Background: an optimization exercise with open tools, aiming at small area, a short achievable clock period and few clock cycles per item. Do not read the settings as production practice. Where RTL was checked, it was by simulation tests only, not by an equivalence proof against the original. Power is estimated from default activity; no workload was simulated.

Design prs_decoder, start of the top module:
module prs_decoder (
    input  wire        clk,
    input  wire        rst,           
    input  wire        in_valid,
    output wire        in_ready,
    input  wire [31:0] in_data,
    output wire        out_valid,
    input  wire        out_ready,
    output wire [14:0] out_sample,
    output wire        out_last
);
Size: roughly 2200 cells after synthesis, roughly 210 flip-flops, about 54 I/O pins.
Settings: LEC_CHECK=0, CAP_MARGIN=20, CORE_MARGIN=2, CORE_UTILIZATION=40, SLEW_MARGIN=20; clock period 20.0 ns.
standard.sh (not shown) runs the stock make flow with config.mk's settings and CLKGATE_MAP_FILE= SYNTH_SCRIPT=/design/flow/synth_recipe.tcl, a recipe that flattens the netlist after the stock synthesis.
==> flow/flow/run.sh <==
#!/bin/bash
# The standard layout, with two changes to how it is made:
# - repair_timing is asked to leave 15 ns of setup slack at the design's
#   clock (and may resize cells to other footprints), which shortens the
#   layout's critical path;
# - every input and output port still gets a buffer, but a plain buf_2
#   instead of the slower delay buffer buffer_ports picks by default.
set -uo pipefail
bash standard.sh SETUP_SLACK_MARGIN=15 MATCH_CELL_FOOTPRINT=0 \
  "BUFFER_PORTS_ARGS=-buffer_cell sky130_fd_sc_hd__buf_2" finish > make.log 2>&1
Change:
--- a/flow/design.v
+++ b/flow/design.v
@@ -38,66 +38,69 @@
     reg  [4:0]  idx;            
     reg  [4:0]  ptr;            
     reg  [15:0] lacc;           
     reg         lz;             
     reg         chk;            
     wire        rawblk  = (K == 4'd15);
     wire        rawmode = rawblk || (idx[4:1] == 4'd0);
     wire        last    = (idx == 5'd31);
     wire [63:0] cbuf = {B1, B0};
     wire [21:0] w    = cbuf >> ptr;           
     reg  [21:0] wr;                            
     always @(*) for (i = 0; i < 22; i = i + 1) wr[i] = w[21 - i];
-    reg  [16:0] th;
-    reg  [3:0]  L;              
+    reg  [8:0]  th;
     always @(*) begin
         th[0] = 1'b1;
-        for (i = 1; i < 17; i = i + 1) th[i] = th[i - 1] & w[i - 1];
-        L = 4'd15;
-        for (i = 14; i >= 0; i = i - 1)
-            if (th[i] && !w[i]) L = i;
-    end
-    reg         thk;
-    always @(*) begin
-        thk = th[16];
-        for (i = 6; i < 15; i = i + 1)
-            if (K == i) thk = th[22 - i];
-    end
-    wire        fitw  = B1v ? !thk : !th[8];
-    wire        chunk = !rawmode && !fitw;
-    wire [4:0]  sh    = 5'd21 - {1'b0, K} - {1'b0, L};
+        for (i = 1; i < 9; i = i + 1) th[i] = th[i - 1] & w[i - 1];
+    end
+    wire        all8 = th[8];
+    reg  [2:0]  L;
+    always @(*) begin
+        casez (w[6:0])
+            7'b??????0: L = 3'd0;
+            7'b?????01: L = 3'd1;
+            7'b????011: L = 3'd2;
+            7'b???0111: L = 3'd3;
+            7'b??01111: L = 3'd4;
+            7'b?011111: L = 3'd5;
+            7'b0111111: L = 3'd6;
+            default:    L = 3'd7;
+        endcase
+    end
+    wire        chunk = !rawmode && all8;
+    wire [4:0]  sh    = 5'd21 - {1'b0, K} - {2'b00, L};
     reg  [13:0] maskK;
     always @(*) for (i = 0; i < 14; i = i + 1) maskK[i] = (i < K);
     wire [21:0] wsh   = wr >> sh;
     wire [13:0] low   = wsh[13:0] & maskK;
-    wire [15:0] u     = (L[3] ? lacc_inc : (lacc & {16{!lz}})) | ({13'd0, L[2:0]} << K) | {2'b00, low};
+    wire [15:0] u     = (lacc & {16{!lz}}) | ({13'd0, L} << K) | {2'b00, low};
     wire [14:0] rawval = sgn ? wr[21:7] : {1'b0, wr[21:8]};
     wire [5:0]  ptrW  = {1'b0, ptr} + (sgn ? 6'd15 : 6'd14);
     wire [5:0]  ptr8  = {1'b0, ptr} + 6'd8;
     wire [5:0]  ptrK1 = {1'b0, ptr} + {2'b00, K} + 6'd1;
-    wire [4:0]  ptrR  = ptrK1[4:0] + {1'b0, L};
+    wire [4:0]  ptrR  = ptrK1[4:0] + {2'b00, L};
     reg         rc_crs, rc_over;
     always @(*) begin
         rc_crs = ptrK1[5];
         rc_over  = ptrK1[5] && (ptrK1[4:0] != 5'd0 || th[1]);
-        for (i = 1; i < 16; i = i + 1) begin
+        for (i = 1; i < 8; i = i + 1) begin
             if (ptrK1 == 6'd32 - i) rc_crs = th[i];
             if (ptrK1 == 6'd33 - i) rc_over  = th[i];
         end
     end
     wire        crs   = rawmode ? ptrW[5] : chunk ? ptr8[5] : rc_crs;
     wire        over  = rawmode ? (ptrW > 6'd32) : rc_over;
     wire [4:0]  pnext = rawmode ? ptrW[4:0] : chunk ? ptr8[4:0] : ptrR;
     wire        ffit  = rawmode ? (ptrW <= 6'd32) : ({1'b0, ptr} + {2'b00, K} <= 6'd24);
-    wire        efit  = rawmode ? (ptrW <= 6'd32) : th[8] ? (ptr8 <= 6'd32) : !rc_over;
+    wire        efit  = rawmode ? (ptrW <= 6'd32) : chunk ? (ptr8 <= 6'd32) : !rc_over;
     reg         d_v, d_raw, d_last, d_sgn;
     reg  [2:0]  d_es;
     reg  [15:0] d_val;
     reg         q_v, q_raw, q_last, q_sgn, q_e0;
     reg  [16:0] q_val;
     reg  [1:0]  npc;
     reg         last1, last0;
     reg  [14:0] xr1, xr0;
     reg         h_v, h_last;
     reg  [14:0] h;
     wire r_go   = q_v && !npc[1];
     wire q_free = !q_v || !npc[1];
The new run completed with no timing, DRC or antenna violations; sequential share of layout area goes up by 3.5 points; count of clock-buffer cells in the layout goes down by 2; hold slack gets better by 12 ps; via count goes down by 12%; clock skew goes down by 13 ps; wire length goes down by 20%; total power goes up by 20%; cell area goes down by 12%; clock power goes down by 9.2%; synthesized area goes down by 6.1%; setup slack gets better by 54 ps.
Testbench counts after the change, summed over its fixed seeds: cycles 17,368, blocks 512.
No functional check of the RTL was part of the first run of this note.

-- static timing again, ports no longer ideal --
The results above use ideal ports. As a check the final layouts listed here were re-extracted and re-timed, cells and wires unchanged.
Step 1 assumes that a clkbuf_16 drives the clock port and a buf_2 every other input.
Step 2 moves the port delays by t, midway between the first and last clock arrival at a register: inputs arrive t later, outputs are due t later. That takes back most of the time a late clock gives input paths.
Slacks: ideal / step 1 / step 2; pairs: ideal / step 1.
run | t (ns) | setup WS [ns] | clock arrival spread, ns | slew at the worst register clock pin (ns) | worst slew at a driven data input, ns
the first run | 0.637 | 14.884 / 14.830 / 14.513 | 0.024 / 0.024 | 0.07 / 0.07 | 0.06
the second run | 0.617 | 14.938 / 14.882 / 14.597 | 0.012 / 0.013 | 0.07 / 0.07 | 0.04
After both steps setup and hold are still met in every run listed. For the first run, which loses most, drivers alone change the setup slack by -0.054 ns; drivers and shift together by -0.371 ns.
